What follows belongs to an exercise in optimizing a design on an open flow for small area, a short achievable clock period and few clock cycles per item; a production flow would make more cautious choices.
No run shown here included a check of the RTL's function; only the layout flow was run.

$ cat config.mk
export PLATFORM = sky130hd
export DESIGN_NAME = kw_unwrap
export DESIGN_NICKNAME = kw_unwrap
export VERILOG_FILES = /design/flow/design.v
export SDC_FILE = /design/flow/constraint.sdc
export NUM_CORES = 8
export LEC_CHECK = 0
export CAP_MARGIN = 20
export CORE_MARGIN = 2
export CORE_UTILIZATION = 25
export SETUP_SLACK_MARGIN = 1.65
export SLEW_MARGIN = 20
export SYNTH_HIERARCHICAL = 1
$ cat constraint.sdc
create_clock -name core_clock -period 8.0 [get_ports {clk}]
set_input_delay 1.6000 -clock core_clock [delete_from_list [all_inputs] [get_ports {clk}]]
set_output_delay 1.6000 -clock core_clock [all_outputs]
set_load 0.01 [all_outputs]
$ cat design.v
module aes_sbox (
    input  wire [7:0] a,
    output wire [7:0] y
);
    wire t0, t1, t2, t3, t4, t5, t6, t7, t8, t9, t10, t11, t12, t13, t14, t15, t16, t17, t18, t19, t20, t21, t22, t23, t24, t25, t26, t27, t28, t29, t30, M1, M2, M3, M4, M5, M6, M7, M8, M9, M10, M11, M12, M13, M14, M15, M16, M17, M18, M19, M20, M21, M22, M23, M46, M47, M48, M49, M50, M51, M52, M53, M54, M55, M56, M57, M58, M59, M60, M61, M62, M63, b0, b1, b2, b3, b4, b5, b6, b7, b8, b9, b10, b11, b12, b13, b14, b15, b16, b17, b18, b19, b20, b21, b22, b23, b24, b25, b26, b27, b28, b29, b30, b31, b32, b33, b34, b35, b36, M37, M38, M39, M40, M41, M42, M43, M44, M45, M20b, M21b, M22b, M23b;
    sx2 g0 (.a(a[1]), .b(a[3]), .y(t0));
    sx2 g1 (.a(a[5]), .b(a[6]), .y(t1));
    sx2 g2 (.a(a[2]), .b(a[7]), .y(t2));
    sx2 g3 (.a(a[0]), .b(t1), .y(t3));
    sx2 g4 (.a(a[4]), .b(a[7]), .y(t4));
    sx2 g5 (.a(t0), .b(t4), .y(t5));
    sx2 g6 (.a(a[6]), .b(t0), .y(t6));
    sx2 g7 (.a(a[5]), .b(t2), .y(t7));
    sx2 g8 (.a(a[2]), .b(a[4]), .y(t8));
    sx2 g9 (.a(a[2]), .b(a[5]), .y(t9));
    sx2 g10 (.a(a[1]), .b(a[4]), .y(t10));
    sx2 g11 (.a(a[1]), .b(a[7]), .y(t11));
    sx2 g12 (.a(a[0]), .b(a[2]), .y(t12));
    sx2 g13 (.a(t2), .b(t10), .y(t13));
    sx2 g14 (.a(a[4]), .b(t2), .y(t14));
    sx2 g15 (.a(a[1]), .b(t2), .y(t15));
    sx2 g16 (.a(t1), .b(t8), .y(t16));
    sx2 g17 (.a(t0), .b(t9), .y(t17));
    sx2 g18 (.a(a[3]), .b(t7), .y(t18));
    sx2 g19 (.a(a[0]), .b(t5), .y(t19));
    sx2 g20 (.a(a[4]), .b(t7), .y(t20));
    sx2 g21 (.a(t1), .b(t5), .y(t21));
    sx2 g22 (.a(t3), .b(t15), .y(t22));
    sx2 g23 (.a(t6), .b(t14), .y(t23));
    sx2 g24 (.a(t0), .b(t7), .y(t24));
    sx2 g25 (.a(a[2]), .b(t6), .y(t25));
    sx2 g26 (.a(t0), .b(t16), .y(t26));
    sx2 g27 (.a(t6), .b(t12), .y(t27));
    sx2 g28 (.a(a[7]), .b(t3), .y(t28));
    sx2 g29 (.a(a[1]), .b(t3), .y(t29));
    sx2 g30 (.a(a[4]), .b(t3), .y(t30));
    snand2 g31 (.a(t13), .b(t5), .y(M1));
    snand2 g32 (.a(t22), .b(t19), .y(M2));
    sxn2 g33 (.a(t23), .b(M1), .y(M3));
    snand2 g34 (.a(t30), .b(a[0]), .y(M4));
    sx2 g35 (.a(M4), .b(M1), .y(M5));
    snand2 g36 (.a(t11), .b(t17), .y(M6));
    snand2 g37 (.a(t29), .b(t3), .y(M7));
    sxn2 g38 (.a(t18), .b(M6), .y(M8));
    snand2 g39 (.a(t28), .b(t27), .y(M9));
    sx2 g40 (.a(M9), .b(M6), .y(M10));
    snand2 g41 (.a(t4), .b(t25), .y(M11));
    snand2 g42 (.a(t8), .b(t20), .y(M12));
    sx2 g43 (.a(M12), .b(M11), .y(M13));
    snand2 g44 (.a(t2), .b(t21), .y(M14));
    sx2 g45 (.a(M14), .b(M11), .y(M15));
    sxn2 g46 (.a(M3), .b(M2), .y(M16));
    sx2 g47 (.a(M5), .b(t26), .y(M17));
    sxn2 g48 (.a(M8), .b(M7), .y(M18));
    sx2 g49 (.a(M10), .b(M15), .y(M19));
    sx2 g50 (.a(M16), .b(M13), .y(M20));
    sx2 g50b (.a(M16), .b(M13), .y(M20b));
    sx2 g51 (.a(M17), .b(M15), .y(M21));
    sx2 g51b (.a(M17), .b(M15), .y(M21b));
    sx2 g52 (.a(M18), .b(M13), .y(M22));
    sx2 g52b (.a(M18), .b(M13), .y(M22b));
    sx2 g53 (.a(M19), .b(t24), .y(M23));
    sx2 g53b (.a(M19), .b(t24), .y(M23b));
    gf16_inv_0000_000000000_2 u_inv (.d({M23, M22, M21, M20}), .e({M23b, M22b, M21b, M20b}), .m({M45, M44, M43, M42, M41, M40, M39, M38, M37}));
    snand2 g54 (.a(M44), .b(t5), .y(M46));
    snand2 g55 (.a(M40), .b(t19), .y(M47));
    snand2 g56 (.a(M39), .b(a[0]), .y(M48));
    snand2 g57 (.a(M43), .b(t17), .y(M49));
    snand2 g58 (.a(M38), .b(t3), .y(M50));
    snand2 g59 (.a(M37), .b(t27), .y(M51));
    snand2 g60 (.a(M42), .b(t25), .y(M52));
    snand2 g61 (.a(M45), .b(t20), .y(M53));
    snand2 g62 (.a(M41), .b(t21), .y(M54));
    snand2 g63 (.a(M44), .b(t13), .y(M55));
    snand2 g64 (.a(M40), .b(t22), .y(M56));
    snand2 g65 (.a(M39), .b(t30), .y(M57));
    snand2 g66 (.a(M43), .b(t11), .y(M58));
    snand2 g67 (.a(M38), .b(t29), .y(M59));
    snand2 g68 (.a(M37), .b(t28), .y(M60));
    snand2 g69 (.a(M42), .b(t4), .y(M61));
    snand2 g70 (.a(M45), .b(t8), .y(M62));
    snand2 g71 (.a(M41), .b(t2), .y(M63));
    sx2 g72 (.a(M56), .b(M61), .y(b0));
    sxn2 g73 (.a(M62), .b(b0), .y(b1));
    sx2 g74 (.a(M46), .b(M49), .y(b2));
    sx2 g75 (.a(M54), .b(M58), .y(b3));
    sx2 g76 (.a(M50), .b(M53), .y(b4));
    sx2 g77 (.a(M48), .b(M60), .y(b5));
    sx2 g78 (.a(M51), .b(M59), .y(b6));
    sx2 g79 (.a(M47), .b(M50), .y(b7));
    sxn2 g80 (.a(M55), .b(b7), .y(b8));
    sx2 g81 (.a(M46), .b(M52), .y(b9));
    sxn2 g82 (.a(M61), .b(b6), .y(b10));
    sxn2 g83 (.a(M62), .b(b10), .y(b11));
    sx2 g84 (.a(b3), .b(b5), .y(b12));
    sxn2 g85 (.a(M55), .b(b1), .y(b13));
    sx2 g86 (.a(M48), .b(M51), .y(b14));
    sx2 g87 (.a(M61), .b(M63), .y(b15));
    sx2 g88 (.a(M48), .b(M58), .y(b16));
    sx2 g89 (.a(M49), .b(M52), .y(b17));
    sxn2 g90 (.a(M57), .b(b2), .y(b18));
    sx2 g91 (.a(M47), .b(M53), .y(b19));
    sx2 g92 (.a(b2), .b(b8), .y(b20));
    sx2 g93 (.a(b8), .b(b14), .y(b21));
    sx2 g94 (.a(b9), .b(b15), .y(b22));
    sx2 g95 (.a(b2), .b(b16), .y(b23));
    sxn2 g96 (.a(b12), .b(b22), .y(b24));
    sxn2 g97 (.a(b11), .b(b23), .y(b25));
    sx2 g98 (.a(b1), .b(b21), .y(b26));
    sx2 g99 (.a(b4), .b(b17), .y(b27));
    sx2 g100 (.a(b1), .b(b12), .y(b28));
    sx2 g101 (.a(b4), .b(b11), .y(b29));
    sx2 g102 (.a(b9), .b(b19), .y(b30));
    sx2 g103 (.a(b1), .b(b20), .y(b31));
    sx2 g104 (.a(b4), .b(b18), .y(b32));
    sxn2 g105 (.a(b13), .b(b30), .y(b33));
    sx2 g106 (.a(b28), .b(b32), .y(b34));
    sxn2 g107 (.a(b3), .b(b29), .y(b35));
    sx2 g108 (.a(b13), .b(b27), .y(b36));
    assign y[7] = b36;
    assign y[6] = b33;
    assign y[5] = b24;
    assign y[4] = b31;
    assign y[3] = b26;
    assign y[2] = b34;
    assign y[1] = b35;
    assign y[0] = b25;
endmodule
module sx2 (input wire a, input wire b, output wire y);
    assign y = a ^ b;
endmodule
module sxn2 (input wire a, input wire b, output wire y);
    assign y = ~(a ^ b);
endmodule
module snand2 (input wire a, input wire b, output wire y);
    assign y = ~(a & b);
endmodule
module snor2 (input wire a, input wire b, output wire y);
    assign y = ~(a | b);
endmodule
module skx (input wire a, input wire g, input wire s, output wire y);
    assign y = a ^ (g & s);
endmodule
module gf16_inv_0000_000000000_2 (
    input  wire [3:0] d,
    input  wire [3:0] e,    
    output wire [8:0] m
);
    assign m[0] = (d[0] & d[1]) | (d[1] & ~d[3]) | (d[0] & ~d[2] & d[3]) | (d[0] & d[2] & ~d[3]);
    assign m[1] = (d[1] & d[2]) | (~d[0] & d[1]) | (d[0] & d[2] & d[3]) | (d[0] & ~d[1] & ~d[2] & ~d[3]);
    assign m[2] = (~d[1] & d[3]) | (d[2] & d[3]) | (~d[0] & d[1] & d[2]) | (d[0] & ~d[1] & d[2]);
    assign m[3] = (~d[2] & d[3]) | (d[0] & d[3]) | (d[0] & d[1] & d[2]) | (~d[0] & ~d[1] & d[2] & ~d[3]);
    assign m[4] = (~d[0] & d[1] & ~d[3]) | (~d[1] & ~d[2] & d[3]) | (~d[0] & d[1] & d[2]) | (d[0] & ~d[1] & ~d[2]) | (d[0] & ~d[2] & d[3]) | (~d[0] & d[2] & ~d[3]);
    assign m[5] = (e[0] & e[1] & ~e[2]) | (~e[1] & e[2] & e[3]) | (~e[0] & ~e[1] & e[3]) | (e[0] & e[1] & ~e[3]) | (e[1] & ~e[2] & ~e[3]) | (~e[0] & e[2] & e[3]);
    assign m[6] = (e[0] & ~e[1]) | (e[0] & ~e[2]) | (~e[0] & e[1] & e[3]);
    assign m[7] = (~e[0] & e[2]) | (e[2] & ~e[3]) | (e[1] & ~e[2] & e[3]);
    assign m[8] = (~e[1] & e[2] & e[3]) | (e[0] & e[1] & ~e[3]) | (e[0] & ~e[1] & ~e[2]) | (~e[0] & e[2] & ~e[3]);
endmodule
module gf16_inv_0000_111110011_2 (
    input  wire [3:0] d,
    input  wire [3:0] e,    
    output wire [8:0] m
);
    assign m[0] = (~d[0] & ~d[1]) | (~d[0] & d[3]) | (~d[1] & ~d[2] & ~d[3]) | (~d[1] & d[2] & d[3]);
    assign m[1] = (~d[0] & ~d[1]) | (d[0] & d[1] & ~d[2]) | (~d[1] & ~d[2] & d[3]) | (~d[1] & d[2] & ~d[3]);
    assign m[2] = (d[1] & ~d[2]) | (~d[2] & ~d[3]) | (~d[0] & ~d[1] & ~d[3]) | (d[0] & d[1] & ~d[3]);
    assign m[3] = (~d[2] & ~d[3]) | (~d[0] & d[1] & ~d[3]) | (~d[0] & d[2] & d[3]) | (d[0] & ~d[1] & ~d[3]);
    assign m[4] = (d[0] & d[2]) | (~d[1] & d[2] & d[3]) | (d[0] & d[1] & ~d[3]) | (~d[0] & d[1] & ~d[2] & d[3]) | (~d[0] & ~d[1] & ~d[2] & ~d[3]);
    assign m[5] = (e[0] & e[1] & ~e[2]) | (~e[1] & e[2] & e[3]) | (~e[0] & ~e[1] & e[3]) | (e[0] & e[1] & ~e[3]) | (e[1] & ~e[2] & ~e[3]) | (~e[0] & e[2] & e[3]);
    assign m[6] = (e[0] & ~e[1]) | (e[0] & ~e[2]) | (~e[0] & e[1] & e[3]);
    assign m[7] = (~e[2] & ~e[3]) | (~e[1] & ~e[2]) | (e[0] & e[2] & e[3]);
    assign m[8] = (e[1] & e[3]) | (~e[0] & ~e[2]) | (e[0] & ~e[1] & e[2] & ~e[3]);
endmodule
module aes_inv_sbox (
    input  wire [7:0] a,
    output wire [7:0] y
);
    wire t0, t1, t2, t3, t4, t5, t6, t7, t8, t9, t10, t11, t12, t13, t14, t15, t16, t17, t18, t19, t20, t21, t22, t23, t24, t25, t26, t27, t28, t29, M1, M2, M3, M4, M5, M6, M7, M8, M9, M10, M11, M12, M13, M14, M15, M16, M17, M18, M19, M20, M21, M22, M23, M46, M47, M48, M49, M50, M51, M52, M53, M54, M55, M56, M57, M58, M59, M60, M61, M62, M63, b0, b1, b2, b3, b4, b5, b6, b7, b8, b9, b10, b11, b12, b13, b14, b15, b16, b17, b18, b19, b20, b21, b22, b23, b24, b25, b26, b27, b28, b29, b30, b31, b32, b33, b34, b35, b36, b37, b38, b39, M37, M38, M39, M40, M41, M42, M43, M44, M45, M20b, M21b, M22b, M23b;
    sx2 g0 (.a(a[4]), .b(a[6]), .y(t0));
    sx2 g1 (.a(a[0]), .b(a[1]), .y(t1));
    sx2 g2 (.a(a[3]), .b(a[4]), .y(t2));
    sx2 g3 (.a(a[3]), .b(a[6]), .y(t3));
    sx2 g4 (.a(a[2]), .b(a[7]), .y(t4));
    sx2 g5 (.a(t0), .b(t1), .y(t5));
    sx2 g6 (.a(a[6]), .b(a[7]), .y(t6));
    sx2 g7 (.a(a[7]), .b(t0), .y(t7));
    sx2 g8 (.a(t1), .b(t3), .y(t8));
    sx2 g9 (.a(a[0]), .b(a[7]), .y(t9));
    sx2 g10 (.a(a[1]), .b(a[2]), .y(t10));
    sx2 g11 (.a(a[0]), .b(a[5]), .y(t11));
    sx2 g12 (.a(a[0]), .b(a[3]), .y(t12));
    sx2 g13 (.a(a[1]), .b(a[5]), .y(t13));
    sx2 g14 (.a(a[2]), .b(a[5]), .y(t14));
    sxn2 g15 (.a(a[4]), .b(a[7]), .y(t15));
    sx2 g16 (.a(a[5]), .b(t4), .y(t16));
    sx2 g17 (.a(t1), .b(t2), .y(t17));
    sx2 g18 (.a(t1), .b(t6), .y(t18));
    sxn2 g19 (.a(t3), .b(t9), .y(t19));
    sx2 g20 (.a(t2), .b(t10), .y(t20));
    sx2 g21 (.a(a[5]), .b(t2), .y(t21));
    sx2 g22 (.a(a[0]), .b(t2), .y(t22));
    sx2 g23 (.a(t0), .b(t11), .y(t23));
    sxn2 g24 (.a(t3), .b(t13), .y(t24));
    sxn2 g25 (.a(t0), .b(t14), .y(t25));
    sxn2 g26 (.a(t4), .b(t5), .y(t26));
    sx2 g27 (.a(t4), .b(t8), .y(t27));
    sxn2 g28 (.a(a[5]), .b(t5), .y(t28));
    sx2 g29 (.a(a[3]), .b(t7), .y(t29));
    snor2 g30 (.a(t18), .b(t25), .y(M1));
    snor2 g31 (.a(t15), .b(t7), .y(M2));
    sxn2 g32 (.a(t27), .b(M1), .y(M3));
    snor2 g33 (.a(t5), .b(t16), .y(M4));
    sx2 g34 (.a(M4), .b(M1), .y(M5));
    snand2 g35 (.a(t17), .b(t24), .y(M6));
    snor2 g36 (.a(t0), .b(t22), .y(M7));
    sx2 g37 (.a(t23), .b(M6), .y(M8));
    snor2 g38 (.a(t8), .b(t28), .y(M9));
    sxn2 g39 (.a(M9), .b(M6), .y(M10));
    snand2 g40 (.a(t2), .b(t26), .y(M11));
    snor2 g41 (.a(t29), .b(t20), .y(M12));
    sxn2 g42 (.a(M12), .b(M11), .y(M13));
    snor2 g43 (.a(t6), .b(t19), .y(M14));
    sxn2 g44 (.a(M14), .b(M11), .y(M15));
    sx2 g45 (.a(M3), .b(M2), .y(M16));
    sxn2 g46 (.a(M5), .b(t12), .y(M17));
    sx2 g47 (.a(M8), .b(M7), .y(M18));
    sx2 g48 (.a(M10), .b(M15), .y(M19));
    sx2 g49 (.a(M16), .b(M13), .y(M20));
    sx2 g49b (.a(M16), .b(M13), .y(M20b));
    sx2 g50 (.a(M17), .b(M15), .y(M21));
    sx2 g50b (.a(M17), .b(M15), .y(M21b));
    sx2 g51 (.a(M18), .b(M13), .y(M22));
    sx2 g51b (.a(M18), .b(M13), .y(M22b));
    sxn2 g52 (.a(M19), .b(t21), .y(M23));
    sxn2 g52b (.a(M19), .b(t21), .y(M23b));
    gf16_inv_0000_111110011_2 u_inv (.d({M23, M22, M21, M20}), .e({M23b, M22b, M21b, M20b}), .m({M45, M44, M43, M42, M41, M40, M39, M38, M37}));
    snor2 g53 (.a(M44), .b(t25), .y(M46));
    snor2 g54 (.a(M40), .b(t7), .y(M47));
    snor2 g55 (.a(M39), .b(t16), .y(M48));
    snand2 g56 (.a(M43), .b(t24), .y(M49));
    snor2 g57 (.a(M38), .b(t22), .y(M50));
    snor2 g58 (.a(M37), .b(t28), .y(M51));
    snand2 g59 (.a(M42), .b(t26), .y(M52));
    snor2 g60 (.a(M45), .b(t20), .y(M53));
    snor2 g61 (.a(M41), .b(t19), .y(M54));
    snor2 g62 (.a(M44), .b(t18), .y(M55));
    snor2 g63 (.a(M40), .b(t15), .y(M56));
    snor2 g64 (.a(M39), .b(t5), .y(M57));
    snand2 g65 (.a(M43), .b(t17), .y(M58));
    snor2 g66 (.a(M38), .b(t0), .y(M59));
    snor2 g67 (.a(M37), .b(t8), .y(M60));
    snand2 g68 (.a(M42), .b(t2), .y(M61));
    snor2 g69 (.a(M45), .b(t29), .y(M62));
    snor2 g70 (.a(M41), .b(t6), .y(M63));
    sx2 g71 (.a(M52), .b(M61), .y(b0));
    sx2 g72 (.a(M50), .b(b0), .y(b1));
    sxn2 g73 (.a(M54), .b(M58), .y(b2));
    sx2 g74 (.a(M62), .b(b2), .y(b3));
    sx2 g75 (.a(M59), .b(b1), .y(b4));
    sx2 g76 (.a(M48), .b(M56), .y(b5));
    sx2 g77 (.a(M47), .b(M60), .y(b6));
    sx2 g78 (.a(b5), .b(b6), .y(b7));
    sx2 g79 (.a(M57), .b(M63), .y(b8));
    sx2 g80 (.a(M46), .b(M51), .y(b9));
    sxn2 g81 (.a(M49), .b(b7), .y(b10));
    sx2 g82 (.a(M51), .b(M59), .y(b11));
    sx2 g83 (.a(M48), .b(M59), .y(b12));
    sx2 g84 (.a(M55), .b(M63), .y(b13));
    sx2 g85 (.a(M49), .b(M58), .y(b14));
    sxn2 g86 (.a(M58), .b(b5), .y(b15));
    sxn2 g87 (.a(M49), .b(b11), .y(b16));
    sxn2 g88 (.a(M55), .b(M61), .y(b17));
    sx2 g89 (.a(M46), .b(b12), .y(b18));
    sx2 g90 (.a(b8), .b(b15), .y(b19));
    sx2 g91 (.a(M47), .b(b9), .y(b20));
    sx2 g92 (.a(M53), .b(b14), .y(b21));
    sx2 g93 (.a(b0), .b(b16), .y(b22));
    sx2 g94 (.a(b0), .b(b18), .y(b23));
    sx2 g95 (.a(M53), .b(b9), .y(b24));
    sx2 g96 (.a(M54), .b(b13), .y(b25));
    sx2 g97 (.a(b8), .b(b17), .y(b26));
    sx2 g98 (.a(M57), .b(b3), .y(b27));
    sx2 g99 (.a(b10), .b(b25), .y(b28));
    sx2 g100 (.a(M62), .b(b21), .y(b29));
    sx2 g101 (.a(b1), .b(b10), .y(b30));
    sx2 g102 (.a(b19), .b(b24), .y(b31));
    sx2 g103 (.a(b3), .b(b22), .y(b32));
    sx2 g104 (.a(b3), .b(b20), .y(b33));
    sx2 g105 (.a(b3), .b(b23), .y(b34));
    sx2 g106 (.a(b4), .b(b28), .y(b35));
    sx2 g107 (.a(b4), .b(b31), .y(b36));
    sx2 g108 (.a(b4), .b(b33), .y(b37));
    sx2 g109 (.a(b4), .b(b29), .y(b38));
    sx2 g110 (.a(b27), .b(b30), .y(b39));
    assign y[7] = b32;
    assign y[6] = b35;
    assign y[5] = b39;
    assign y[4] = b34;
    assign y[3] = b36;
    assign y[2] = b37;
    assign y[1] = b38;
    assign y[0] = b26;
endmodule
module aes_inv_mixcol (
    input  wire [31:0] c,
    output wire [31:0] y
);
    wire m0, m1, m2, m3, m4, m5, m6, m7, m8, m9, m10, m11, m12, m13, m14, m15, m16, m17, m18, m19, m20, m21, m22, m23, m24, m25, m26, m27, m28, m29, m30, m31, m32, m33, m34, m35, m36, m37, m38, m39, m40, m41, m42, m43, m44, m45, m46, m47, m48, m49, m50, m51, m52, m53, m54, m55, m56, m57, m58, m59, m60, m61, m62, m63, m64, m65, m66, m67, m68, m69, m70, m71, m72, m73, m74, m75, m76, m77, m78, m79, m80, m81, m82, m83, m84, m85, m86, m87, m88, m89, m90, m91, m92, m93, m94, m95, m96, m97, m98, m99, m100, m101, m102, m103, m104, m105, m106, m107, m108, m109, m110, m111, m112, m113, m114, m115, m116, m117, m118, m119, m120, m121, m122, m123, m124, m125, m126, m127, m128, m129, m130, m131, m132, m133, m134, m135, m136, m137, m138, m139, m140, m141, m142, m143, m144, m145, m146, m147, m148, m149, m150, m151, m152, m153, m154, m155, m156, m157, m158, m159, m160, m161, m162, m163, m164, m165, m166, m167, m168, m169, m170, m171, m172, m173, m174, m175;
    sx2 x0 (.a(c[5]), .b(c[21]), .y(m0));
    sx2 x1 (.a(c[13]), .b(c[29]), .y(m1));
    sx2 x2 (.a(c[6]), .b(c[22]), .y(m2));
    sx2 x3 (.a(c[14]), .b(c[30]), .y(m3));
    sx2 x4 (.a(m0), .b(m1), .y(m4));
    sx2 x5 (.a(c[15]), .b(c[31]), .y(m5));
    sx2 x6 (.a(c[23]), .b(c[27]), .y(m6));
    sx2 x7 (.a(c[7]), .b(c[11]), .y(m7));
    sx2 x8 (.a(c[18]), .b(m3), .y(m8));
    sx2 x9 (.a(c[26]), .b(m2), .y(m9));
    sx2 x10 (.a(c[8]), .b(m4), .y(m10));
    sx2 x11 (.a(c[4]), .b(c[20]), .y(m11));
    sx2 x12 (.a(c[0]), .b(c[16]), .y(m12));
    sx2 x13 (.a(c[1]), .b(c[17]), .y(m13));
    sx2 x14 (.a(c[3]), .b(c[19]), .y(m14));
    sx2 x15 (.a(c[9]), .b(c[25]), .y(m15));
    sx2 x16 (.a(c[12]), .b(c[28]), .y(m16));
    sx2 x17 (.a(c[2]), .b(c[10]), .y(m17));
    sx2 x18 (.a(m6), .b(m7), .y(m18));
    sx2 x19 (.a(m5), .b(m14), .y(m19));
    sx2 x20 (.a(m8), .b(m9), .y(m20));
    sx2 x21 (.a(c[23]), .b(c[24]), .y(m21));
    sx2 x22 (.a(c[24]), .b(m12), .y(m22));
    sx2 x23 (.a(m4), .b(m15), .y(m23));
    sx2 x24 (.a(c[15]), .b(m13), .y(m24));
    sx2 x25 (.a(m11), .b(m16), .y(m25));
    sx2 x26 (.a(m18), .b(m19), .y(m26));
    sx2 x27 (.a(m17), .b(m20), .y(m27));
    sx2 x28 (.a(m10), .b(m22), .y(m28));
    sx2 x29 (.a(c[7]), .b(c[31]), .y(m29));
    sx2 x30 (.a(c[3]), .b(c[31]), .y(m30));
    sx2 x31 (.a(c[7]), .b(c[15]), .y(m31));
    sx2 x32 (.a(m2), .b(m21), .y(m32));
    sx2 x33 (.a(c[31]), .b(m3), .y(m33));
    sx2 x34 (.a(m13), .b(m30), .y(m34));
    sx2 x35 (.a(c[19]), .b(m24), .y(m35));
    sx2 x36 (.a(c[23]), .b(m25), .y(m36));
    sx2 x37 (.a(c[7]), .b(c[8]), .y(m37));
    sx2 x38 (.a(m3), .b(m11), .y(m38));
    sx2 x39 (.a(c[10]), .b(m11), .y(m39));
    sx2 x40 (.a(m14), .b(m15), .y(m40));
    sx2 x41 (.a(m2), .b(m29), .y(m41));
    sx2 x42 (.a(c[2]), .b(m16), .y(m42));
    sx2 x43 (.a(m2), .b(m16), .y(m43));
    sx2 x44 (.a(m3), .b(m31), .y(m44));
    sx2 x45 (.a(m5), .b(m12), .y(m45));
    sx2 x46 (.a(m0), .b(m5), .y(m46));
    sx2 x47 (.a(c[17]), .b(m17), .y(m47));
    sx2 x48 (.a(m0), .b(m18), .y(m48));
    sx2 x49 (.a(m8), .b(m42), .y(m49));
    sx2 x50 (.a(m1), .b(m19), .y(m50));
    sx2 x51 (.a(m7), .b(m34), .y(m51));
    sx2 x52 (.a(m9), .b(m39), .y(m52));
    sx2 x53 (.a(m23), .b(m52), .y(m53));
    sx2 x54 (.a(m23), .b(m49), .y(m54));
    sx2 x55 (.a(c[5]), .b(c[12]), .y(m55));
    sx2 x56 (.a(c[14]), .b(c[21]), .y(m56));
    sx2 x57 (.a(c[13]), .b(c[28]), .y(m57));
    sx2 x58 (.a(c[6]), .b(c[30]), .y(m58));
    sx2 x59 (.a(c[6]), .b(c[21]), .y(m59));
    sx2 x60 (.a(c[1]), .b(c[9]), .y(m60));
    sx2 x61 (.a(c[12]), .b(c[29]), .y(m61));
    sx2 x62 (.a(c[21]), .b(c[28]), .y(m62));
    sx2 x63 (.a(c[15]), .b(c[26]), .y(m63));
    sx2 x64 (.a(c[5]), .b(c[29]), .y(m64));
    sx2 x65 (.a(c[10]), .b(c[25]), .y(m65));
    sx2 x66 (.a(c[7]), .b(c[14]), .y(m66));
    sx2 x67 (.a(c[22]), .b(c[30]), .y(m67));
    sx2 x68 (.a(c[13]), .b(c[30]), .y(m68));
    sx2 x69 (.a(c[16]), .b(c[24]), .y(m69));
    sx2 x70 (.a(c[10]), .b(c[18]), .y(m70));
    sx2 x71 (.a(c[0]), .b(c[25]), .y(m71));
    sx2 x72 (.a(c[6]), .b(c[14]), .y(m72));
    sx2 x73 (.a(c[0]), .b(c[15]), .y(m73));
    sx2 x74 (.a(c[2]), .b(c[11]), .y(m74));
    sx2 x75 (.a(c[1]), .b(c[16]), .y(m75));
    sx2 x76 (.a(c[0]), .b(c[17]), .y(m76));
    sx2 x77 (.a(c[9]), .b(c[16]), .y(m77));
    sx2 x78 (.a(c[27]), .b(m2), .y(m78));
    sx2 x79 (.a(m21), .b(m37), .y(m79));
    sx2 x80 (.a(c[22]), .b(m66), .y(m80));
    sx2 x81 (.a(c[12]), .b(m6), .y(m81));
    sx2 x82 (.a(c[25]), .b(m37), .y(m82));
    sx2 x83 (.a(m1), .b(m67), .y(m83));
    sx2 x84 (.a(c[20]), .b(m6), .y(m84));
    sx2 x85 (.a(c[20]), .b(m55), .y(m85));
    sx2 x86 (.a(m6), .b(m17), .y(m86));
    sx2 x87 (.a(m1), .b(m29), .y(m87));
    sx2 x88 (.a(c[4]), .b(m62), .y(m88));
    sx2 x89 (.a(c[2]), .b(m60), .y(m89));
    sx2 x90 (.a(c[23]), .b(m12), .y(m90));
    sx2 x91 (.a(c[20]), .b(m57), .y(m91));
    sx2 x92 (.a(c[13]), .b(m59), .y(m92));
    sx2 x93 (.a(c[4]), .b(m61), .y(m93));
    sx2 x94 (.a(c[22]), .b(m64), .y(m94));
    sx2 x95 (.a(c[29]), .b(m56), .y(m95));
    sx2 x96 (.a(m13), .b(m71), .y(m96));
    sx2 x97 (.a(c[5]), .b(m68), .y(m97));
    sx2 x98 (.a(c[9]), .b(m3), .y(m98));
    sx2 x99 (.a(m15), .b(m75), .y(m99));
    sx2 x100 (.a(m21), .b(m76), .y(m100));
    sx2 x101 (.a(c[4]), .b(m7), .y(m101));
    sx2 x102 (.a(m7), .b(m63), .y(m102));
    sx2 x103 (.a(m6), .b(m74), .y(m103));
    sx2 x104 (.a(c[1]), .b(m65), .y(m104));
    sx2 x105 (.a(m8), .b(m102), .y(m105));
    sx2 x106 (.a(m8), .b(m47), .y(m106));
    sx2 x107 (.a(m79), .b(m89), .y(m107));
    sx2 x108 (.a(m33), .b(m40), .y(m108));
    sx2 x109 (.a(m38), .b(m94), .y(m109));
    sx2 x110 (.a(m32), .b(m73), .y(m110));
    sx2 x111 (.a(m41), .b(m69), .y(m111));
    sx2 x112 (.a(m4), .b(m24), .y(m112));
    sx2 x113 (.a(m4), .b(m22), .y(m113));
    sx2 x114 (.a(m9), .b(m45), .y(m114));
    sx2 x115 (.a(m33), .b(m90), .y(m115));
    sx2 x116 (.a(m31), .b(m83), .y(m116));
    sx2 x117 (.a(m47), .b(m98), .y(m117));
    sx2 x118 (.a(m70), .b(m78), .y(m118));
    sx2 x119 (.a(m38), .b(m92), .y(m119));
    sx2 x120 (.a(m33), .b(m100), .y(m120));
    sx2 x121 (.a(m41), .b(m96), .y(m121));
    sx2 x122 (.a(m32), .b(m82), .y(m122));
    sx2 x123 (.a(m43), .b(m95), .y(m123));
    sx2 x124 (.a(m46), .b(m80), .y(m124));
    sx2 x125 (.a(m43), .b(m97), .y(m125));
    sx2 x126 (.a(m32), .b(m77), .y(m126));
    sx2 x127 (.a(m46), .b(m58), .y(m127));
    sx2 x128 (.a(m72), .b(m87), .y(m128));
    sx2 x129 (.a(m45), .b(m104), .y(m129));
    sx2 x130 (.a(m44), .b(m99), .y(m130));
    sx2 x131 (.a(m34), .b(m84), .y(m131));
    sx2 x132 (.a(m9), .b(m103), .y(m132));
    sx2 x133 (.a(m23), .b(m120), .y(m133));
    sx2 x134 (.a(m36), .b(m127), .y(m134));
    sx2 x135 (.a(m114), .b(m117), .y(m135));
    sx2 x136 (.a(m36), .b(m128), .y(m136));
    sx2 x137 (.a(m35), .b(m81), .y(m137));
    sx2 x138 (.a(m26), .b(m109), .y(m138));
    sx2 x139 (.a(m25), .b(m124), .y(m139));
    sx2 x140 (.a(m20), .b(m129), .y(m140));
    sx2 x141 (.a(m50), .b(m85), .y(m141));
    sx2 x142 (.a(m10), .b(m121), .y(m142));
    sx2 x143 (.a(m35), .b(m132), .y(m143));
    sx2 x144 (.a(m48), .b(m93), .y(m144));
    sx2 x145 (.a(m10), .b(m110), .y(m145));
    sx2 x146 (.a(m86), .b(m108), .y(m146));
    sx2 x147 (.a(m10), .b(m111), .y(m147));
    sx2 x148 (.a(c[28]), .b(m51), .y(m148));
    sx2 x149 (.a(m50), .b(m88), .y(m149));
    sx2 x150 (.a(m10), .b(m130), .y(m150));
    sx2 x151 (.a(m112), .b(m126), .y(m151));
    sx2 x152 (.a(m40), .b(m105), .y(m152));
    sx2 x153 (.a(m20), .b(m107), .y(m153));
    sx2 x154 (.a(m51), .b(m118), .y(m154));
    sx2 x155 (.a(m26), .b(m119), .y(m155));
    sx2 x156 (.a(m36), .b(m116), .y(m156));
    sx2 x157 (.a(m26), .b(m125), .y(m157));
    sx2 x158 (.a(m35), .b(m101), .y(m158));
    sx2 x159 (.a(m48), .b(m91), .y(m159));
    sx2 x160 (.a(m106), .b(m122), .y(m160));
    sx2 x161 (.a(m10), .b(m115), .y(m161));
    sx2 x162 (.a(m44), .b(m113), .y(m162));
    sx2 x163 (.a(m26), .b(m123), .y(m163));
    sx2 x164 (.a(m28), .b(m152), .y(m164));
    sx2 x165 (.a(m28), .b(m154), .y(m165));
    sx2 x166 (.a(m27), .b(m149), .y(m166));
    sx2 x167 (.a(m53), .b(m148), .y(m167));
    sx2 x168 (.a(m53), .b(m137), .y(m168));
    sx2 x169 (.a(m27), .b(m141), .y(m169));
    sx2 x170 (.a(m27), .b(m159), .y(m170));
    sx2 x171 (.a(m27), .b(m144), .y(m171));
    sx2 x172 (.a(m28), .b(m143), .y(m172));
    sx2 x173 (.a(m54), .b(m158), .y(m173));
    sx2 x174 (.a(m54), .b(m131), .y(m174));
    sx2 x175 (.a(m28), .b(m146), .y(m175));
    assign y[0] = m147;
    assign y[1] = m133;
    assign y[2] = m140;
    assign y[3] = m172;
    assign y[4] = m174;
    assign y[5] = m166;
    assign y[6] = m138;
    assign y[7] = m134;
    assign y[8] = m162;
    assign y[9] = m142;
    assign y[10] = m153;
    assign y[11] = m175;
    assign y[12] = m167;
    assign y[13] = m171;
    assign y[14] = m157;
    assign y[15] = m136;
    assign y[16] = m145;
    assign y[17] = m150;
    assign y[18] = m135;
    assign y[19] = m165;
    assign y[20] = m173;
    assign y[21] = m169;
    assign y[22] = m155;
    assign y[23] = m139;
    assign y[24] = m161;
    assign y[25] = m151;
    assign y[26] = m160;
    assign y[27] = m164;
    assign y[28] = m168;
    assign y[29] = m170;
    assign y[30] = m163;
    assign y[31] = m156;
endmodule
module kw_unwrap (
    input  wire         clk,
    input  wire         rst,       
    input  wire         start,     
    input  wire [127:0] kek,       
    input  wire [191:0] wrapped,   
    output wire         busy,
    output wire         done,      
    output wire         ok,        
    output wire [127:0] key        
);
    localparam [63:0] KW_IV = 64'hA6A6A6A6A6A6A6A6;
    reg         busy_r;
    reg         done_r;
    reg         kexp;     
    reg         first;    
    reg         step12;   
    reg [3:0]   rnd;      
    reg [3:0]   t;        
    reg [127:0] st;       
    reg [63:0]  ro;       
    reg [127:0] rk;       
    reg [127:0] kl;       
    wire accept = start && !busy_r;
    genvar gb, gc, gr;
    wire last   = !kexp && (rnd == 4'd0);
    assign busy = busy_r;
    assign done = done_r;
    assign ok   = (st[127:64] == KW_IV);
    assign key  = {st[63:0], ro};
    wire [31:0]  w0 = rk[127:96];
    wire [31:0]  w1 = rk[95:64];
    wire [31:0]  w2 = rk[63:32];
    wire [31:0]  w3 = rk[31:0];
    wire [31:0]  v3 = w3 ^ w2;    
    wire [31:0]  v2 = w2 ^ w1;
    wire [31:0]  v1 = w1 ^ w0;
    wire [31:0]  rot = {v3[23:0], v3[31:24]};
    wire [31:0]  sw_out;
    generate
        for (gb = 0; gb < 4; gb = gb + 1) begin : g_sbox
            aes_sbox u_sbox (.a(rot[8*gb +: 8]), .y(sw_out[8*gb +: 8]));
        end
    endgenerate
    wire [9:0]   rd = {rnd == 4'd9, rnd == 4'd8, rnd == 4'd7, rnd == 4'd6, rnd == 4'd5,
                       rnd == 4'd4, rnd == 4'd3, rnd == 4'd2, rnd == 4'd1, rnd == 4'd0};
    wire [7:0]   rcon = {rd[7], rd[6], rd[5] | rd[9], rd[4] | rd[8] | rd[9],
                         rd[3] | rd[8], rd[2] | rd[9], rd[1] | rd[8] | rd[9], rd[0] | rd[8]};
    wire [31:0]  temp = sw_out ^ {rcon, 24'h000000};
    wire [31:0]  n0 = w0 ^ temp;
    wire         fin = kexp && (rnd == 4'd9);    
    wire [31:0]  n2 = v2 ^ n0;
    wire [127:0] key_step = {n0, v1 ^ (temp & {32{kexp}}), v2 ^ (n0 & {32{kexp}}),
                             v3 ^ (n2 & {32{fin}})};
    wire [127:0] key_prev = {n0, v1, v2, v3};
    wire [127:0] blk = (step12 ? {kl[127:64] ^ 64'd12, kl[63:0]}
                               : {st[127:64] ^ {60'd0, t}, ro}) ^ rk;
    wire [127:0] imc;
    generate
        for (gc = 0; gc < 4; gc = gc + 1) begin : g_imc
            aes_inv_mixcol u_imc (.c(st[32*gc +: 32]), .y(imc[32*gc +: 32]));
        end
    endgenerate
    wire [127:0] x = first ? blk : imc;
    wire [127:0] isr;
    generate
        for (gc = 0; gc < 4; gc = gc + 1) begin : g_col
            for (gr = 0; gr < 4; gr = gr + 1) begin : g_row
                assign isr[127 - 8*(gr + 4*((gc + gr) % 4)) -: 8] =
                       x[127 - 8*(gr + 4*gc) -: 8];
            end
        end
    endgenerate
    wire [127:0] isb;
    generate
        for (gb = 0; gb < 16; gb = gb + 1) begin : g_isbox
            aes_inv_sbox u_isbox (.a(isr[8*gb +: 8]), .y(isb[8*gb +: 8]));
        end
    endgenerate
    wire [127:0] ark = isb ^ key_prev;
    always @(posedge clk) begin
        if (rst) begin
            busy_r <= 1'b0;
            done_r <= 1'b0;
            kexp   <= 1'b0;
            first  <= 1'b0;
            step12 <= 1'b0;
        end else begin
            done_r <= 1'b0;
            if (accept) begin
                busy_r <= 1'b1;
                kexp   <= 1'b1;
                first  <= 1'b0;
                step12 <= 1'b1;
                rnd    <= 4'd0;
                t      <= 4'd12;
            end else if (busy_r) begin
                if (kexp) begin
                    if (rnd == 4'd9) begin
                        kexp  <= 1'b0;
                        first <= 1'b1;
                    end else begin
                        rnd <= rnd + 4'd1;
                    end
                end else begin
                    first <= (rnd == 4'd0) && (t != 4'd1);
                    if (rnd == 4'd0) begin
                        rnd    <= 4'd9;
                        t      <= t - 4'd1;
                        step12 <= 1'b0;
                        if (t == 4'd1) begin
                            busy_r <= 1'b0;
                            done_r <= 1'b1;
                        end
                    end else begin
                        rnd <= rnd - 4'd1;
                    end
                end
            end
        end
    end
    always @(posedge clk) begin
        if (accept)
            rk <= {kek[127:32], kek[63:32] ^ kek[31:0]};
        else if (last)
            rk <= kl;
        else
            rk <= key_step;
    end
    always @(posedge clk) begin
        if (accept)
            kl <= {wrapped[191:128], wrapped[63:0]};
        else if (first && step12)
            kl <= rk;
    end
    always @(posedge clk) begin
        st <= ark;
        if (accept)
            ro <= wrapped[127:64];
        else if (first && !step12)
            ro <= st[63:0];
    end
endmodule
$ cat flow/run.sh
#!/bin/bash
# The standard layout (the standard.sh: ORFS synthesis to finish), with
# these changes in how it is made:
#  - the port buffers that global placement inserts on every input and
#    output are the smallest buffer (buf_1) instead of clkdlybuf4s50_1;
#  - clock tree synthesis inserts no dummy loads;
#  - after floorplanning, the flip-flops of the round state (st) get a
#    stronger drive (same cell type, dfxtp_1 -> dfxtp_4): they drive the
#    InvMixColumns network at the start of the critical loop.
# ORFS writes each step's full log under orfs/logs/; make's output goes to
# flow_*.log and the resizing step's to upsize.log, all in this folder.
set -euo pipefail
export BUFFER_PORTS_ARGS="-buffer_cell sky130_fd_sc_hd__buf_1"
export CTS_ARGS="-sink_clustering_enable -repair_clock_nets -dont_use_dummy_load"
bash standard.sh floorplan > flow_floorplan.log 2>&1
odb=orfs/results/$FLOW_PLATFORM/kw_unwrap/base/2_floorplan.odb
ODB=$odb openroad -no_init -exit flow/upsize.tcl > upsize.log 2>&1
bash standard.sh finish > flow_finish.log 2>&1
$ cat flow/upsize.tcl
# Give the state flip-flops st[*] the 4x drive version of their cell.
read_db $::env(ODB)
set db [ord::get_db]
set block [[$db getChip] getBlock]
set n 0
foreach inst [$block getInsts] {
  set name [$inst getName]
  set m [[$inst getMaster] getName]
  if {[string first "st\\\[" $name] == 0 && $m eq "sky130_fd_sc_hd__dfxtp_1"} {
    $inst swapMaster [$db findMaster sky130_fd_sc_hd__dfxtp_4]
    incr n
  }
}
puts "resized $n flip-flops"
write_db $::env(ODB)
$ cat standard.sh
#!/bin/bash
# synth_recipe.tcl (not shown) runs the flow's synth.tcl, then flattens the netlist and writes it again
# the make line also repeats each setting of config.mk as NAME=value (left out here)
make -C /OpenROAD-flow-scripts/flow DESIGN_CONFIG=/design/flow/config.mk WORK_HOME=/design/flow/orfs CLKGATE_MAP_FILE= SYNTH_SCRIPT=/design/flow/synth_recipe.tcl "${@:-finish}"
==> out/metrics.yaml, run 1 <==
synthesis:
  async_flop_share: 0
  synth_top_family_by_area: "XOR/XNOR gates"
  ys_types: 64
  synth_edf_count: 200
  ys_seq_area_frac: 0.202
  synth.top_cells.by_count: "xor2_1 (2183), nand2_1 (1030), xnor2_1 (779)"
  syn_area_um2: 55600
  yosysMostFrequentCell: "xor2_1"
  synth_top_area_share: 0.344
  synth-seq-cells: 461
  synth_top_area_cell: "xor2_1"
  synthMuxAreaShare: 0.0491
  avgSynthCellArea_um2: 8.22
  synth-simple-area-share: 0.135
  synth_fp_nets: 7100
  synthTopCellsByArea: "xor2_1 (34%), xnor2_1 (12%), edfxtp_1 (11%), dfxtp_1 (9.4%), nand2_1 (7.0%)"
  synth_cells: 6770
  synth_adder_area_share: 0.00157
  ys.flop_type: "dfxtp_1"
  synth_compound_area_frac: 0.0740
  yosysWarnings: 7
  synth-xor-area-share: 0.468
timing:
  hold_viol: 0
  finalCritPeriodShare: 0.778
  relSlewSlack: 0.0981
  worst_slew_pin_slew_ps: 1340
  fin_skew_ps: 97.6
  setup_viol_count_final: 0
  rsz0062_at_grt: "yes"
  fmax_mhz: 161
  fin_crit_ps: 6220
  setup_tns_ps: 0
  slew_violations: 0
clock_network:
  clock_path_buffers: 3
  cts.sinks: 461
  cts_tree: "yes"
  cts_hold_buffers: 0
  cts.htree.levels: 2
  worstSkewPairLatency_ps: 730
  numCtsBuffers: 58
  clkTransAtPathRegs_ps: 60
  clockRootBuffer: "clkbuf_16"
grt:
  grt_overflow: 0
  grt_max_degree: 145
  antenna_found_initial: 24
  grt_pass1_wl_um: 334000
  grt_use_total: 0.205
  grt_pass1_vias: 45700
layout:
  nFillCells: 23300
  regArea_um2: 11700
  final_nets: 7352
  fin_util: 0.310
  layout-drive-gt1-share: 0.188
  syn_to_final_growth_pct: 23.7
  multi_input_area_um2: 47500
worst_setup_path:
  r2r_end: "st[13]"
  arrival_ps: 6840
  setup.worst_path.end_class: "flip-flop"
  r2r_slack_ps: 1780
  cp-startpoint: "st[93]"
  r2r_start: "st[93]"
  crit_fanout: 8
  crit_path_start_kind: "flip-flop"
  cp-endpoint: "st[13]"
  critical_path_required_ps: 8620
  reg2regPathDepth: 27
  crit_type: "flip-flop to flip-flop"
placement:
  place_congestion: 0.960
  io_buffer_count: 453
  dp_hpwl_um: 199000
route:
  wl_um: 246000
  first_iter_violations: 4101
  routedWlPerCell_um: 24.6
  ant_nets: 0
  num_vias: 47600
  drt-vias-per-instance: 4.76
  drc: 0
  drt-pass1-iter-count: 5
floorplanning:
  fp.dieH_um: 476
  start_util: 0.251
  die_w_um: 476
  io_pins: 454
  die_area_um2: 226000
  num_rows: 173
  core-area_um2: 222000
worst_hold_path:
  hp-class: "flip-flop to flip-flop"
  hp-start: "kl[25]"
outcome:
  status: "finished clean"
run:
  cap_violations: 0
per-module statistics from Yosys, one instance, submodules excluded, excerpt:
module | cells inside | times used | flops+latches | cell area, um2
gf16_inv_0000_000000000_2 | 36 | 4 | 0 | 208
gf16_inv_0000_111110011_2 | 39 | 16 | 0 | 226
aes_inv_mixcol | 32 | 4 | 0 | 240
sx2 | 1 | 2112 | 0 | 8.76
snand2 | 1 | 204 | 0 | 3.75
aes_sbox | 8 | 4 | 0 | 60.1
kw_unwrap | 2718 | 1 | 461 | 25500
sxn2 | 1 | 344 | 0 | 8.76
through the flow:
step	area (um2)	hold WS, ps	instances	setup WS [ps]
after floorplan	55600	464	6770	1660
after global placement	59100	511	9773	373
after detailed placement	59100	517	9773	461
after CTS	63500	539	9857	1590
after global routing	68800	561	9995	1500
final	68800	531	10000	1780
what timing repair did:
item                       CTS  global route
buffers inserted            26           138
pin swaps                   35           138
gates resized for setup    352           513
setup endpoints to repair  190           172
per-layer routing:
layer	vias to the layer above	routed length, um	part of all wire	track usage
met3	463	16100	0.066	0.0318
met2	1907	111000	0.45	0.327
met1	23600	101000	0.41	0.261
li1	21600	-	-	-
met4	4	16900	0.069	0.117
met5	-	25	0.00010	0
cells in the final DEF, fill, tap and decap left out, types with 18 or more instances in the layout:
cell          n
nor2b_4      18
o211ai_1     33
xnor2_2      86
and3_1       24
mux2_2      118
xnor2_4      48
dfxtp_1     126
nand2b_1     39
buf_4       280
xor2_4      135
buf_12       18
xor2_2      357
a211oi_1     43
mux2i_1     131
a21boi_0     39
dfxtp_4     131
nand3b_1     22
o22ai_1      47
nor2b_1      23
a21oi_1     237
nand3_1      42
xor2_1     1692
o311ai_0     19
nand2_1    1015
nor2_1      514
xnor2_1     645
a31oi_1      21
edfxtp_1    200
inv_1        58
buf_1       453
clkbuf_16    58
o21ai_0     106
layout make-up:
| type | instances | area share |
|---|---|---|
| multi-input combinational | 5686 | 0.690 |
| inverter | 64 | 0.00355 |
| clock buffer | 58 | 0.0211 |
| tap | 2975 | 0.0541 |
| sequential | 461 | 0.170 |
| antenna | 6 | 0.000218 |
| timing repair buffer | 751 | 0.0605 |
worst min path at each step:
stage               cells past startpoint  endpoint  slack (ps)
finish                                  2    rk[25]         530
global route                            2    rk[25]         560
CTS                                     2    rk[25]         540
detailed placement                      2    rk[25]         520
global placement                        2    rk[25]         510
floorplan                               2    rk[30]         460
cells by family (layout without fill, tap and decap cells):
family | Yosys count | after routing
other cells | 0 | 6
flops | 461 | 461
compound gates | 659 | 659
fa+ha+maj | 7 | 7
simple gates | 1796 | 1796
mux | 257 | 257
xor+xnor | 2967 | 2967
buf+inv | 623 | 873
sequential cells by signal (all words and copies together) (netlist names):
name and cells:
step12 1, first 1, ro 64, t 4, rk 128, kexp 1
rnd 4, kl 128, busy_r 1, st 128, done_r 1
critical path: stages, from the launching register on:
cell,delay [ps]
dfxtp_4,390
xor2_1,170
buf_4,170
xor2_4,190
buf_12,160
xor2_4,240
xor2_2,240
xor2_2,340
mux2_2,310
xor2_1,160
buf_4,190
xor2_1,240
nand2_2,170
xor2_2,230
xor2_2,180
buf_4,170
xor2_4,200
or4_1,520
o211ai_1,140
nor2_1,130
xnor2_1,190
xor2_1,190
buf_4,180
xor2_2,180
xor2_2,270
buf_4,200
xnor2_4,170
buf_4,160
==> run 2, diff against run 1 <==
--- a/config.mk
+++ b/config.mk
@@ -7,7 +7,7 @@
 export LEC_CHECK = 0
 export CAP_MARGIN = 20
 export CORE_MARGIN = 2
-export CORE_UTILIZATION = 25
+export CORE_UTILIZATION = 26
 export SETUP_SLACK_MARGIN = 1.65
 export SLEW_MARGIN = 20
 export SYNTH_HIERARCHICAL = 1
==> run 2 against run 1 <==
  * Fmax shrank 0.13%
  * Sequential share of layout area grew 0.18 points
  * Area after synthesis is the same
  * Non-clock buffer count shrank 17
  * Critical path type unchanged
  * Highest routed layer unchanged
==> out/metrics.yaml, run 2 <==
outcome:
  status: "finished clean"  # unchanged
clock_network:
  numCtsBuffers: 57  # was 58
  worstSkewPairLatency_ps: 730  # about the same
  cts.htree.levels: 2  # unchanged
  cts_tree: "yes"  # unchanged
  cts_hold_buffers: 0  # unchanged
  clock_path_buffers: 3  # unchanged
  clockRootBuffer: "clkbuf_16"  # unchanged
  cts.sinks: 461  # unchanged
  clkTransAtPathRegs_ps: 70  # was 60 ps
grt:
  grt_use_total: 0.209  # was 0.205
  grt_pass1_wl_um: 331000  # was 334000 um
  grt_pass1_vias: 45900  # was 45700
  antenna_found_initial: 24  # unchanged
  grt_overflow: 0  # unchanged
  grt_max_degree: 182  # was 145
run:
  cap_violations: 0  # unchanged
worst_setup_path:
  setup.worst_path.end_class: "flip-flop"  # unchanged
  crit_path_start_kind: "flip-flop"  # unchanged
  critPathMostFrequentCell: "xor2_2"
  critPathTopFamily: "XOR/XNOR gates"  # unchanged
  critical_path_required_ps: 8640  # was 8620 ps
  crit_fanout: 8  # unchanged
  crit_type: "flip-flop to flip-flop"  # unchanged
  slowest_delay_ps: 410  # was 520 ps
  r2r_slack_ps: 1770  # was 1780 ps
  worst-path-buf-inv: 2  # was 7
  cp_cell_sequence: "xnor2_1 -> inv_1 -> xor2_1 -> xor2_2 -> xor2_1 -> nand2_1 -> xor2_4 -> xor2_2 -> xor2_2 -> o21ai_0 -> a211oi_1 -> nand2_1 -> xor2_1 -> xnor2_2 -> xnor2_1 -> xor2_2 -> buf_12 -> xnor2_4 -> xor2_2 -> a21oi_1 -> o311ai_0 -> a21boi_0"
  arrival_ps: 6870  # was 6840 ps
  slowest_stage: "dfxtp_1"  # was or4_1
timing:
  fmax_mhz: 161  # about the same
  relSlewSlack: 0.192  # was 0.0981
  hold_viol: 0  # unchanged
  setup_tns_ps: 0  # unchanged
  finalCritPeriodShare: 0.779  # was 0.778
  hold_ws_ps: 525  # was 531 ps
  slew_violations: 0  # unchanged
  rsz0062_at_grt: "yes"  # unchanged
  setup_viol_count_final: 0  # unchanged
  fin_skew_ps: 100  # was 97.6 ps
  fin_crit_ps: 6230  # was 6220 ps
  worst_slew_pin_slew_ps: 1200  # was 1340 ps
floorplanning:
  num_rows: 169  # was 173
  io_pins: 454  # unchanged
  die_area_um2: 218000  # was 226000 um2
  core-area_um2: 212000  # was 222000 um2
  start_util: 0.262  # was 0.251
  die_w_um: 467  # was 476 um
  fp.dieH_um: 467  # was 476 um
route:
  drc: 0  # unchanged
  routedWlPerCell_um: 24.5  # was 24.6 um
  wl_um: 241000  # was 246000 um
  num_vias: 47100  # was 47600
  drt-pass1-iter-count: 5  # unchanged
  ant_nets: 0  # unchanged
  drt-vias-per-instance: 4.79  # was 4.76
  first_iter_violations: 4006  # was 4101
synthesis:
  yosysWarnings: 7  # unchanged
  ys.flop_type: "dfxtp_1"  # unchanged
  ys_seq_area_frac: 0.202  # unchanged
  ys_types: 64  # unchanged
  synthTopCellsByArea: "xor2_1 (34%), xnor2_1 (12%), edfxtp_1 (11%), dfxtp_1 (9.4%), nand2_1 (7.0%)"  # unchanged
  synth_top_area_share: 0.344  # unchanged
  synth.top_cells.by_count: "xor2_1 (2183), nand2_1 (1030), xnor2_1 (779)"  # unchanged
  async_flop_share: 0  # unchanged
  synth-seq-cells: 461  # unchanged
  syn_area_um2: 55600  # unchanged
  synth_cells: 6770  # unchanged
  yosysMostFrequentCell: "xor2_1"  # unchanged
  synth_fp_nets: 7100  # unchanged
  synth_top_area_cell: "xor2_1"  # unchanged
  synth_edf_count: 200  # unchanged
  avgSynthCellArea_um2: 8.22  # unchanged
placement:
  place_area_um2: 58900  # was 59100 um2
  place_congestion: 0.963  # was 0.960
  io_buffer_count: 453  # unchanged
  dp_hpwl_um: 196000  # was 199000 um
layout:
  final_nets: 7335  # was 7352
  layout-drive-gt1-share: 0.183  # was 0.188
  nFillCells: 22200  # was 23300
  fin_area_um2: 68000  # was 68800 um2
  fin_util: 0.320  # was 0.310
  syn_to_final_growth_pct: 22.3  # was 23.7%
  final_common_cell: "xor2_1"  # unchanged
  mostFrequentLayoutCells: "xor2_1 (1710), nand2_1 (1017), xnor2_1 (644), nor2_1 (516), buf_1 (453)"  # was xor2_1 (1692), nand2_1 (1015), xnor2_1 (645), nor2_1 (514), buf_1 (453)
  reg_top3: "kl x128, rk x128, st x128"  # unchanged
worst_hold_path:
  hp-class: "flip-flop to flip-flop"  # unchanged
-- run 2: cell counts after synthesis --
No cell type changed its count.
-- run 2: per-stage QoR --
step / std cells / setup WS (ps)
3_3_place_gp: 9624 / 505
6_report: 9830 / 1770
4_1_cts: 9709 / 1610
5_1_grt: 9828 / 1510
2_1_floorplan: 6770 / 1660
3_5_place_dp: 9624 / 469
-- run 2: path summary, 6_finish.rpt --
check / cells after the start / start / end
hold / removal: 2 / kl[25] / rk[25]
hold reg to reg: 2 / kl[25] / rk[25]
setup / recovery: 22 / rk[12] / rk[23]
setup reg to reg: 22 / rk[12] / rk[23]
-- run 2: kinds of logic (layout without fill, tap and decap cells) --
family	after synthesis	count (layout)	share of synthesized area
AND/OR/NAND/NOR	1796	1796	0.135
AO/OA/AOI/OAI	659	659	0.0740
other	0	6	0
flip-flops	461	461	0.202
XOR/XNOR	2967	2968	0.468
multiplexers	257	257	0.0491
adder cells (fa/ha/maj)	7	7	0.00157
buffers and inverters	623	855	0.0695
-- run 2: final cells by class --
| type | count | area [um2] | share of cell area |
|---|---|---|---|
| Multi-Input combinational cell | 5687 | 47100 | 0.692 |
| Inverter | 64 | 248 | 0.00364 |
| Antenna cell | 6 | 15.0 | 0.000221 |
| Clock buffer | 57 | 1430 | 0.0210 |
| Sequential cell | 461 | 11700 | 0.172 |
| Timing Repair Buffer | 734 | 4040 | 0.0594 |
| Tap cell | 2821 | 3530 | 0.0519 |
-- run 2: layer usage --
| metal | up-vias | global-route usage | wire, um |
|---|---|---|---|
| li1 | 21600 | - | - |
| met1 | 23200 | 0.266 | 98900 |
| met2 | 1818 | 0.333 | 108000 |
| met3 | 484 | 0.0346 | 16300 |
| met4 | 12 | 0.122 | 17200 |
| met5 | - | 0 | 76 |
-- run 2: what timing repair did --
action	in CTS	in global routing
gates resized for setup	335	482
pin swaps	33	113
hold endpoints to repair	0	0
setup endpoints to repair	193	179
gates cloned	0	1
buffers inserted	28	114
-- run 2: worst reg2reg max path, cell delays in order, from the launching register on --
cell	delay, ps
dfxtp_1	410
xnor2_1	190
inv_1	260
xor2_1	410
xor2_2	300
xor2_1	260
nand2_1	170
xor2_4	290
xor2_2	330
xor2_2	330
o21ai_0	130
a211oi_1	380
nand2_1	220
xor2_1	230
xnor2_2	160
xnor2_1	370
xor2_2	150
buf_12	170
xnor2_4	330
xor2_2	380
a21oi_1	110
o311ai_0	350
a21boi_0	250
-- run 2: modules after synthesis, one instance, submodules excluded, excerpt --
module | cells | flops+latches | copies in the design | cell area [um2]
aes_sbox | 8 | 0 | 4 | 60.1
kw_unwrap | 2718 | 461 | 1 | 25500
gf16_inv_0000_000000000_2 | 36 | 0 | 4 | 208
aes_inv_sbox | 8 | 0 | 16 | 60.1
aes_inv_mixcol | 32 | 0 | 4 | 240
snor2 | 1 | 0 | 336 | 3.75
snand2 | 1 | 0 | 204 | 3.75

static timing again, ports no longer ideal:
No port has a modelled driver above. Below, the same layouts with a new extraction and two added sets of constraints.
Step 1 (the two cells are an assumption about what drives the block):
set clk [get_ports {clk}]
set_driving_cell -lib_cell sky130_fd_sc_hd__clkbuf_16 $clk
set_driving_cell -lib_cell sky130_fd_sc_hd__buf_2 [delete_from_list [all_inputs] $clk]
Step 2 adds t to the input delays and takes it off the output delays; t is the mean of the earliest and latest rising clock arrival at the registers after step 1. Input paths then give back, and output paths get back, about the clock's delay inside the block.
a / b / c = ideal / step 1 / step 2; a / b = the first two.
run	shift t [ns]	setup slack, ns	cell pins on the clock port's net
run 1	0.754	1.779 / 1.779 / 1.779	1
run 2	0.753	1.771 / 1.771 / 1.771	1
After both steps setup and hold are still met in every run listed.
